From an optimization exercise on the open Yosys and OpenROAD flow, aimed at small area, a short achievable clock period and few clock cycles per item; shortcuts taken in it are not production practice. Only simulation tests tie the RTL to the original design; equivalence was not proved. Power figures rest on the tool's default switching activity, not on a simulated workload.

== exp/maple ==
## xv_pivot
module xv_pivot (
    input  wire        clk,
    input  wire        rst,
    input  wire        in_valid,
    output wire        in_ready,
    input  wire [63:0] in_p,
    input  wire [63:0] in_th,
    input  wire [7:0]  in_fs,
    input  wire [7:0]  in_fd,
    input  wire        in_sx32,
    input  wire        in_dx32,
    input  wire        in_rsq,
    input  wire        in_sat,
    output reg         out_valid,
    output wire [63:0] out_q,
    output reg  [3:0]  out_flags
);
Size: ~4,100 cells after synthesis, ~300 flip-flops, roughly 220 I/O pins, roughly 35,000 µm² of cells after synthesis.
==> flow/config.mk <==
export PLATFORM = sky130hd
export DESIGN_NAME = xv_pivot
export DESIGN_NICKNAME = xv_pivot
export VERILOG_FILES = /design/flow/design.v
export SDC_FILE = /design/flow/constraint.sdc
export NUM_CORES = 4
export LEC_CHECK = 0
export CAP_MARGIN = 20
export CORE_MARGIN = 2
export CORE_UTILIZATION = 40
export SETUP_SLACK_MARGIN = 4
export SLEW_MARGIN = 20
==> flow/constraint.sdc <==
create_clock -name core_clock -period 9.0 [get_ports {clk}]
set_input_delay 1.8000 -clock core_clock [delete_from_list [all_inputs] [get_ports {clk}]]
set_output_delay 1.8000 -clock core_clock [all_outputs]
set_load 0.01 [all_outputs]
standard.sh (not shown) runs the stock make flow with config.mk's settings and CLKGATE_MAP_FILE= SYNTH_SCRIPT=/design/flow/synth_recipe.tcl, a recipe that flattens the netlist after the stock synthesis.
==> flow/flow/run.sh <==
#!/bin/bash
# The standard layout, with plain buffers (instead of delay cells) on the ports.
set -euo pipefail
bash standard.sh "BUFFER_PORTS_ARGS=-buffer_cell sky130_fd_sc_hd__buf_2" finish > standard_make.log 2>&1
exp/maple: flow completed, timing, DRC and antenna clean
Testbench counts of exp/maple, summed over its fixed seeds: cycles 53,002, items 1,600.
Relative to exp/maple, the following input files were edited for exp/onyx:
==> flow/flow/run.sh <==
#!/bin/bash
# The standard layout, with plain buffers (instead of delay cells) on the ports, timing repair
# free to resize cells across footprints and aimed 6 ns below the clock period; clock tree of clkbuf_8, denser placement.
set -euo pipefail
bash standard.sh "BUFFER_PORTS_ARGS=-buffer_cell sky130_fd_sc_hd__buf_2" "MATCH_CELL_FOOTPRINT=0" "SETUP_SLACK_MARGIN=6" finish > standard_make.log 2>&1
--- a/flow/config.mk
+++ b/flow/config.mk
@@ -6,7 +6,9 @@
 export NUM_CORES = 4
 export LEC_CHECK = 0
-export CAP_MARGIN = 20
+export CAP_MARGIN = 10
 export CORE_MARGIN = 2
-export CORE_UTILIZATION = 40
-export SETUP_SLACK_MARGIN = 4
-export SLEW_MARGIN = 20
+export CORE_UTILIZATION = 55
+export CTS_BUF_LIST = sky130_fd_sc_hd__clkbuf_8
+export SETUP_SLACK_MARGIN = 5
+export SLEW_MARGIN = 10
+export TNS_END_PERCENT = 0
Findings:
- Diff exp/maple -> exp/onyx: critical path depth now sits higher, mux share of post-synthesis cell area now sits at about the same level, post-CTS clock slew at the launch and capture registers of the worst setup and hold paths now sits at about the same level, final standard cell utilization of the core now sits higher, worst path setup slack after routing now sits higher.
- Area of the core region: exp/onyx vs exp/maple down about 27%
- Between exp/maple and exp/onyx, via count is higher for exp/onyx, exp/maple comes in under that.
- Hold slack in exp/onyx is 0.010 ns lower than in exp/maple
- Compare exp/maple and exp/onyx | wire length of the first global-routing pass lower: exp/maple
What exp/amber does differently from exp/onyx at the input level:
==> flow/flow/run.sh <==
#!/bin/bash
# The standard layout, with plain buffers (instead of delay cells) on the ports, and timing
# repair free to resize cells across footprints.
set -euo pipefail
bash standard.sh "BUFFER_PORTS_ARGS=-buffer_cell sky130_fd_sc_hd__buf_2" "MATCH_CELL_FOOTPRINT=0" finish > standard_make.log 2>&1
==> flow/config.mk <==
export PLATFORM = sky130hd
export DESIGN_NAME = xv_pivot
export DESIGN_NICKNAME = xv_pivot
export VERILOG_FILES = /design/flow/design.v
export SDC_FILE = /design/flow/constraint.sdc
export NUM_CORES = 4
export LEC_CHECK = 0
export CAP_MARGIN = 20
export CORE_MARGIN = 2
export CORE_UTILIZATION = 40
export SETUP_SLACK_MARGIN = 4
export SLEW_MARGIN = 20
Results
- Cell count delta for exp/amber relative to exp/onyx: 3.0% higher
- Taking exp/onyx as the reference, in exp/amber utilization now smaller, switching portion of total power shrank by 1.3 points.
- The standard cells in exp/amber occupy less silicon area than those in exp/onyx do.
- Sequential share of layout area in exp/amber is 1.0 points higher than in exp/onyx
- exp/amber improves on exp/onyx in highest ir drop seen on vdd.
- The share of total power in the clock network in exp/amber sits 2.0 points above the value recorded for exp/onyx.
- Summary: with exp/onyx as the reference, number of placement rows in exp/amber moved up by more than 10%.

========
Another version of the RTL of xv_pivot (not shown whole).
For scale: ~4,300 cells after synthesis, about 300 flip-flops, roughly 220 I/O pins.
clock: 9.0 ns
lec_check: 0
cap_margin: 20
core_margin: 2
core_utilization: 40
setup_slack_margin: 5
slew_margin: 20
run.sh (not shown) runs the stock make flow with config.mk's settings and CLKGATE_MAP_FILE= SYNTH_SCRIPT=/design/flow/synth_recipe.tcl, a recipe that flattens the netlist after the stock synthesis.
Stock flow here: none of the scripts above is used.
The baseline produced a clean layout.
Testbench counts at the start, summed over its fixed seeds: cycles 53,002, items 1,600.
Next try:
--- a/flow/config.mk
+++ b/flow/config.mk
@@ -11 +11 @@
-export SETUP_SLACK_MARGIN = 5
+export SETUP_SLACK_MARGIN = 4
After rerunning: Global-route usage goes down by 1.4 points; final cell count goes down by about 3.3%; cell area goes down by 9.6%; clock-buffer cell count is unchanged; core utilization goes down by 4.9 points; worst hold slack degrades by 4.8 ps; wire length goes down by about 7%; synthesized area does not change.

========
## willow
The RTL this note starts from:
==> flow/design.v <==
module xv_pivot (
    input  wire        clk,
    input  wire        rst,
    input  wire        in_valid,
    output wire        in_ready,
    input  wire [63:0] in_p,
    input  wire [63:0] in_th,
    input  wire [7:0]  in_fs,
    input  wire [7:0]  in_fd,
    input  wire        in_sx32,
    input  wire        in_dx32,
    input  wire        in_rsq,
    input  wire        in_sat,
    output reg         out_valid,
    output wire [63:0] out_q,
    output reg  [3:0]  out_flags
);
    localparam [1:0] S_IDLE = 2'd0, S_DIV = 2'd2, S_FIN = 2'd3;
    reg [1:0]  state;
    reg        first;         
    reg        sqf;           
    reg        bad;           
    reg        nv;
    reg        dx32, rsq, sat;
    reg signed [9:0] e;
    reg [5:0]  msb;           
    reg        pow2;
    reg [62:0] d;             
    reg [64:0] rem;           
    reg [5:0]  k;             
    reg [1:0]  qb;            
    reg        sq_en;         
    reg [63:0] srem;          
    reg [63:0] res;           
    reg        spec;
    reg [3:0]  sfl;
    assign in_ready  = (state == S_IDLE) || (state == S_FIN);
    assign out_q     = res;
    wire   nx        = (rem != 65'd0) || (srem != 64'd0);
    wire lo_z  = (in_p[30:0] == 31'd0);
    wire hi_z  = (in_p[62:32] == 31'd0);
    wire lt31  = (in_p[30:0] < in_th[30:0]);
    wire lt32s = (in_p[31] & ~in_th[31]) | ((in_p[31] == in_th[31]) & lt31);    
    wire lt32u = (~in_p[31] & in_th[31]) | ((in_p[31] == in_th[31]) & lt31);    
    wire lthi  = ($signed(in_p[63:32]) < $signed(in_th[63:32]));
    wire lt64  = lthi | ((in_p[63:32] == in_th[63:32]) & lt32u);
    wire p_nar = in_sx32 ? (in_p[31] & lo_z) : (in_p[63] & hi_z & ~in_p[31] & lo_z);
    wire t_nar = in_sx32 ? (in_th[31:0] == 32'h8000_0000) : (in_th == 64'h8000_0000_0000_0000);
    wire a_nv  = in_sx32 ? (in_p[31] | lo_z | lt32s)
                         : (in_p[63] | (hi_z & ~in_p[31] & lo_z) | lt64);
    wire signed [9:0] fs10 = {{2{in_fs[7]}}, in_fs};
    wire signed [9:0] fd10 = {{2{in_fd[7]}}, in_fd};
    wire signed [9:0] a_e  = (in_rsq ? fd10 + fd10 : fd10) + fs10;
    wire [62:0] a_d  = {in_sx32 ? 32'd0 : in_p[62:31], in_p[30:0]};
    wire [62:0] sm1  = a_d | (a_d >> 1);
    wire [62:0] sm2  = sm1 | (sm1 >> 2);
    wire [62:0] sm4  = sm2 | (sm2 >> 4);
    wire [62:0] sm8  = sm4 | (sm4 >> 8);
    wire [62:0] sm16 = sm8 | (sm8 >> 16);
    wire [62:0] sm32 = sm16 | (sm16 >> 32);
    wire [62:0] above = sm32 >> 1;            
    wire [62:0] lead  = a_d & ~above;
    reg  [63:0] t_any, t_mul;
    integer    lv, ix;
    reg        a_multi;
    always @* begin
        t_any = {1'b0, a_d};
        t_mul = 64'd0;
        for (lv = 1; lv < 64; lv = lv * 2)
            for (ix = 0; ix + lv < 64; ix = ix + 2 * lv) begin
                t_mul[ix] = t_mul[ix] | t_mul[ix + lv] | (t_any[ix] & t_any[ix + lv]);
                t_any[ix] = t_any[ix] | t_any[ix + lv];
            end
        a_multi = t_mul[0];
    end
    reg  [5:0]  a_msb;
    integer c;
    always @* begin
        a_msb = 6'd0;
        for (c = 0; c < 63; c = c + 1)
            a_msb = a_msb | (lead[c] ? c[5:0] : 6'd0);
    end
    wire [64:0] a_rem;
    genvar g;
    generate
        for (g = 0; g < 65; g = g + 1) begin : g_rem
            wire up = (g >= 1 && g <= 63) ? lead[g - 1] : 1'b0;
            wire at = (g <= 62) ? lead[g] : 1'b0;
            assign a_rem[g] = (g % 2 == 0 ? !a_e[0] : a_e[0]) & (at | up);
        end
    endgenerate
    wire signed [9:0] s  = e - $signed({4'd0, msb});
    wire [5:0]  kc = first ? s[6:1] : k;      
    wire signed [9:0] kk = rsq ? (dx32 ? 10'sd61 : 10'sd125) : (dx32 ? 10'sd30 : 10'sd62);
    wire under = s[9];
    wire over  = (s > kk + 10'sd1) || ((s == kk + 10'sd1) && pow2);
    wire [63:0] nar_code = dx32 ? 64'h0000_0000_8000_0000 : 64'h8000_0000_0000_0000;
    wire [63:0] max_code = dx32 ? 64'h0000_0000_7FFF_FFFF : 64'h7FFF_FFFF_FFFF_FFFF;
    wire [65:0] x3  = {1'b0, rem};
    wire [65:0] y3  = ~{2'b00, d, 1'b0};
    wire [65:0] z3  = ~{3'b000, d};
    wire [65:0] s3  = x3 ^ y3 ^ z3;
    wire [65:0] c3  = {(x3[64:0] & y3[64:0]) | (x3[64:0] & z3[64:0]) | (y3[64:0] & z3[64:0]), 1'b1};
    wire [65:0] r3  = s3 + c3 + 66'd1;
    wire [65:0] r1  = {1'b0, rem} - {3'b000, d};
    wire [65:0] r2  = {1'b0, rem} - {2'b00, d, 1'b0};
    wire        ge1 = !r1[65], ge2 = !r2[65], ge3 = !r3[65];
    wire [1:0]  qd  = ge3 ? 2'd3 : ge2 ? 2'd2 : {1'b0, ge1};
    wire [62:0] rem_nx = ge3 ? r3[62:0] : ge2 ? r2[62:0] : ge1 ? r1[62:0] : rem[62:0];
    wire [65:0] srem2    = {srem, qb};
    wire [65:0] trial    = {res[63:0], 2'b01};
    wire [66:0] srem_sub = {1'b0, srem2} - {1'b0, trial};
    wire        r_one    = !srem_sub[66];
    wire [63:0] srem_nx  = r_one ? srem_sub[63:0] : srem2[63:0];
    always @(posedge clk) begin
        if (rst) begin
            state     <= S_IDLE;
            sqf       <= 1'b0;
            sq_en     <= 1'b0;
            out_valid <= 1'b0;
        end else begin
            sq_en     <= 1'b0;
            out_valid <= (state == S_FIN);
            if (state == S_FIN)
                out_flags <= spec ? sfl : {1'b0, nx, nx && (res == 64'd0), 1'b0};
            case (state)
                S_IDLE, S_FIN: begin
                    if (in_valid) begin
                        d     <= a_d;
                        bad   <= p_nar || t_nar || a_nv;
                        nv    <= !(p_nar || t_nar);
                        e     <= a_e;
                        msb   <= a_msb;
                        pow2  <= !a_multi;
                        dx32  <= in_dx32;
                        rsq   <= in_rsq;
                        sat   <= in_sat;
                        rem   <= a_rem;
                        qb    <= 2'b00;
                        srem  <= 64'd0;
                        first <= 1'b1;
                        state <= S_DIV;
                    end else
                        state <= S_IDLE;
                end
                S_DIV: begin
                    if (!sqf) begin
                        rem <= {rem_nx, 2'b00};
                        k   <= kc - 6'd1;
                        qb  <= qd;
                        sq_en <= rsq;
                        if (!rsq)
                            res <= {res[61:0], qd};
                        if (kc == 6'd0) begin
                            if (rsq) sqf <= 1'b1;
                            else     state <= S_FIN;
                        end
                    end else begin
                        sqf   <= 1'b0;
                        state <= S_FIN;
                    end
                    if (sq_en) begin
                        srem <= srem_nx;
                        res  <= {res[62:0], r_one};
                    end
                    if (first) begin
                        first <= 1'b0;
                        spec  <= 1'b1;
                        if (bad) begin
                            res   <= nar_code;
                            sfl   <= {nv, 3'b000};
                            sqf   <= 1'b0;
                            state <= S_FIN;
                        end else if (under) begin
                            res   <= 64'd0;
                            sfl   <= 4'b0110;
                            sqf   <= 1'b0;
                            state <= S_FIN;
                        end else if (over) begin
                            res   <= sat ? nar_code : max_code;
                            sfl   <= 4'b0101;
                            sqf   <= 1'b0;
                            state <= S_FIN;
                        end else begin
                            res   <= rsq ? 64'd0 : {62'd0, qd};
                            spec  <= 1'b0;
                        end
                    end
                end
                default: state <= S_IDLE;
            endcase
        end
    end
endmodule
clock: 9.0 ns
lec_check: 0
cap_margin: 20
core_margin: 2
core_utilization: 40
cts_buf_list: sky130_fd_sc_hd__clkbuf_8
setup_slack_margin: 5
slew_margin: 20
tns_end_percent: 0
Testbench counts of willow, summed over its fixed seeds: cycles 53,002, items 1,600.
### willow -> quartz
==> flow/flow/run.sh (new file) <==
#!/bin/bash
# The standard layout, with plain buffers (instead of delay cells) on the ports, timing repair
# free to resize cells across footprints and aimed 6 ns below the clock period; clock tree of clkbuf_8.
set -euo pipefail
bash standard.sh "BUFFER_PORTS_ARGS=-buffer_cell sky130_fd_sc_hd__buf_2" "MATCH_CELL_FOOTPRINT=0" "SETUP_SLACK_MARGIN=6" finish > standard_make.log 2>&1
==> flow/standard.sh (new file) <==
#!/bin/bash
# synth_recipe.tcl (not shown) runs the flow's synth.tcl, then flattens the netlist and writes it again
# the make line also repeats each setting of config.mk as NAME=value (left out here)
make -C /OpenROAD-flow-scripts/flow DESIGN_CONFIG=/design/flow/config.mk WORK_HOME=/design/flow/orfs CLKGATE_MAP_FILE= SYNTH_SCRIPT=/design/flow/synth_recipe.tcl "${@:-finish}"
removed: flow/run.sh
### Flow results
From willow to quartz the numbers moved as follows: share of the clock period used by the worst path after layout rose 0.95 points, total power draw fell by about 3.6%, area of all placed cells without fillers has decreased, critical path depth decreased by 3 relative to the old numbers, total wire length lower.
Internal power (quartz over willow): decrease, 3.9%
Compared quartz vs willow, and part of the power in the clock network is down in quartz.
Lower antenna diode count goes to quartz over willow.
In quartz, via count is lower than in willow.
First-iteration DRC count for quartz: about 6% down relative to willow
For clock-buffer cell count, dividing the value from willow by the value from quartz gives 1.18.
Input-level comparison between nickel and quartz:
# quartz
export LEC_CHECK = 0
export CAP_MARGIN = 20
export CORE_MARGIN = 2
export CORE_UTILIZATION = 40
export CTS_BUF_LIST = sky130_fd_sc_hd__clkbuf_8
export SETUP_SLACK_MARGIN = 5
export SLEW_MARGIN = 20
export TNS_END_PERCENT = 0
create_clock -name core_clock -period 9.0 [get_ports {clk}]
# nickel
export LEC_CHECK = 0
export CAP_MARGIN = 20
export CORE_MARGIN = 2
export CORE_UTILIZATION = 40
export SETUP_SLACK_MARGIN = 5
export SLEW_MARGIN = 20
export TNS_END_PERCENT = 0
create_clock -name core_clock -period 9.0 [get_ports {clk}]
==> flow/flow/run.sh <==
#!/bin/bash
# The standard layout, with plain buffers (instead of delay cells) on the ports, timing repair
# free to resize cells across footprints, and repair aimed at the worst path only.
set -euo pipefail
bash standard.sh "BUFFER_PORTS_ARGS=-buffer_cell sky130_fd_sc_hd__buf_2" "MATCH_CELL_FOOTPRINT=0" finish > standard_make.log 2>&1
Notes after the runs:
Against quartz, nickel comes in about 4.7% higher on wire length on met2.
Synthesis-to-finish area growth: higher on nickel
Taking quartz as the reference, in nickel number of nets in the final layout went up 1.4%; cell area increased by about 3.2% relative to the old numbers; transition time at the pin with the least slew margin fell 0.023 ns; maximum single-stage delay on the critical path shows an increase of 0.35 ns.
nickel has more setup slack than quartz.
The core of nickel is more densely filled than that of quartz.
Status: clock-pin slew on the worst setup and hold paths parity (nickel, quartz)
### nickel -> yarrow
==> flow/flow/run.sh <==
#!/bin/bash
# The standard layout, with plain buffers (instead of delay cells) on the ports, timing repair
# free to resize cells across footprints and aimed 6 ns below the clock period.
set -euo pipefail
bash standard.sh "BUFFER_PORTS_ARGS=-buffer_cell sky130_fd_sc_hd__buf_2" "MATCH_CELL_FOOTPRINT=0" "SETUP_SLACK_MARGIN=6" finish > standard_make.log 2>&1
[summary]
- Re wire length on met2: nickel was higher than yarrow.
- Max post-route minimum period across yarrow and nickel: yarrow
- Comparing nickel against yarrow, there is no change at all in synthesized cell count.
- The last element of the critical path comes out rem[47] in one run and rem[42] in the other, namely in yarrow and nickel respectively.
- The run showing the smaller share of cell area taken by multi-input logic gates is nickel.
- Per the comparison of yarrow with nickel, via count now sits lower, final total power fell by 48 uW, filler-free cell count of the finished design went down by 87.
- Final-layout worst hold slack ends up lower on nickel.
- met2 routing resource usage after global routing, yarrow and nickel, lower one = yarrow.
Changes in pepper relative to yarrow:
# yarrow
export LEC_CHECK = 0
export CAP_MARGIN = 20
export CORE_MARGIN = 2
export CORE_UTILIZATION = 40
export SETUP_SLACK_MARGIN = 5
export SLEW_MARGIN = 20
export TNS_END_PERCENT = 0
create_clock -name core_clock -period 9.0 [get_ports {clk}]
# pepper
export LEC_CHECK = 0
export CAP_MARGIN = 20
export CORE_MARGIN = 2
export CORE_UTILIZATION = 40
export CTS_BUF_LIST = sky130_fd_sc_hd__clkbuf_8
export SETUP_SLACK_MARGIN = 5
export SLEW_MARGIN = 20
export TNS_END_PERCENT = 0
create_clock -name core_clock -period 9.0 [get_ports {clk}]
==> flow/flow/run.sh <==
#!/bin/bash
# The standard layout, with plain buffers (instead of delay cells) on the ports and timing
# repair free to resize cells across footprints.
set -euo pipefail
bash standard.sh "BUFFER_PORTS_ARGS=-buffer_cell sky130_fd_sc_hd__buf_2" "MATCH_CELL_FOOTPRINT=0" finish > standard_make.log 2>&1
==> comparison <==
yarrow → pepper: reg-to-reg setup timing slack now sits higher; fmax now sits higher; via count of the routed design now sits higher; sequential group share of total power now sits higher.
Looking only at non-clock buffer count, and setting everything else aside, the lower value of yarrow and pepper goes to yarrow.
pepper ended up with a lower clock group share of total power than yarrow did.
Between pepper and yarrow, it is pepper whose sequential share of cell area is lower, by 0.29 points.
Compare yarrow and pepper | routed wire length on met3 higher: pepper
pepper vs yarrow — layout-stage area growth over the synthesis result rose 1.5 points.
Number of CTS-inserted buffers: lower on yarrow

-- static timing again, ports no longer ideal --
The results above use ideal ports. As a check the final layouts listed here were re-extracted and re-timed, cells and wires unchanged.
Step 1 sets driving cells, clkbuf_16 on the clock port and buf_2 on the other inputs (assumed; they add their load-dependent delay and slew).
Step 2, shift: input delay + t, output delay - t, t = (earliest + latest rising clock arrival at the registers) / 2. This alone moves slack from input paths to output paths.
Slacks: ideal ports / drivers / drivers and shift; pairs: ideal ports / drivers.
| run | t (ns) | slack for setup (ns) | latest minus earliest clock arrival (ns) |
|---|---|---|---|
| exp/maple | 0.643 | 4.024 / 4.024 / 3.636 | 0.061 / 0.061 |
| exp/onyx | 0.777 | 4.780 / 4.780 / 4.112 | 0.081 / 0.081 |
| exp/amber | 0.643 | 4.024 / 4.024 / 3.636 | 0.061 / 0.061 |
| the first run of note 2 | 0.651 | 4.519 / 4.519 / 4.281 | 0.047 / 0.048 |
| the second run of note 2 | 0.649 | 4.129 / 4.160 / 3.529 | 0.043 / 0.042 |
| willow | 0.774 | 4.834 / 4.834 / 4.108 | 0.076 / 0.075 |
| quartz | 0.768 | 4.748 / 4.748 / 4.103 | 0.088 / 0.088 |
| nickel | 0.649 | 4.755 / 4.792 / 4.147 | 0.046 / 0.046 |
| yarrow | 0.649 | 4.732 / 4.732 / 4.146 | 0.065 / 0.065 |
| pepper | 0.756 | 4.745 / 4.779 / 4.034 | 0.079 / 0.079 |
After both steps setup and hold are still met in every run listed. For willow, which loses most, drivers alone change the setup slack by 0.000 ns; drivers and shift together by -0.726 ns.
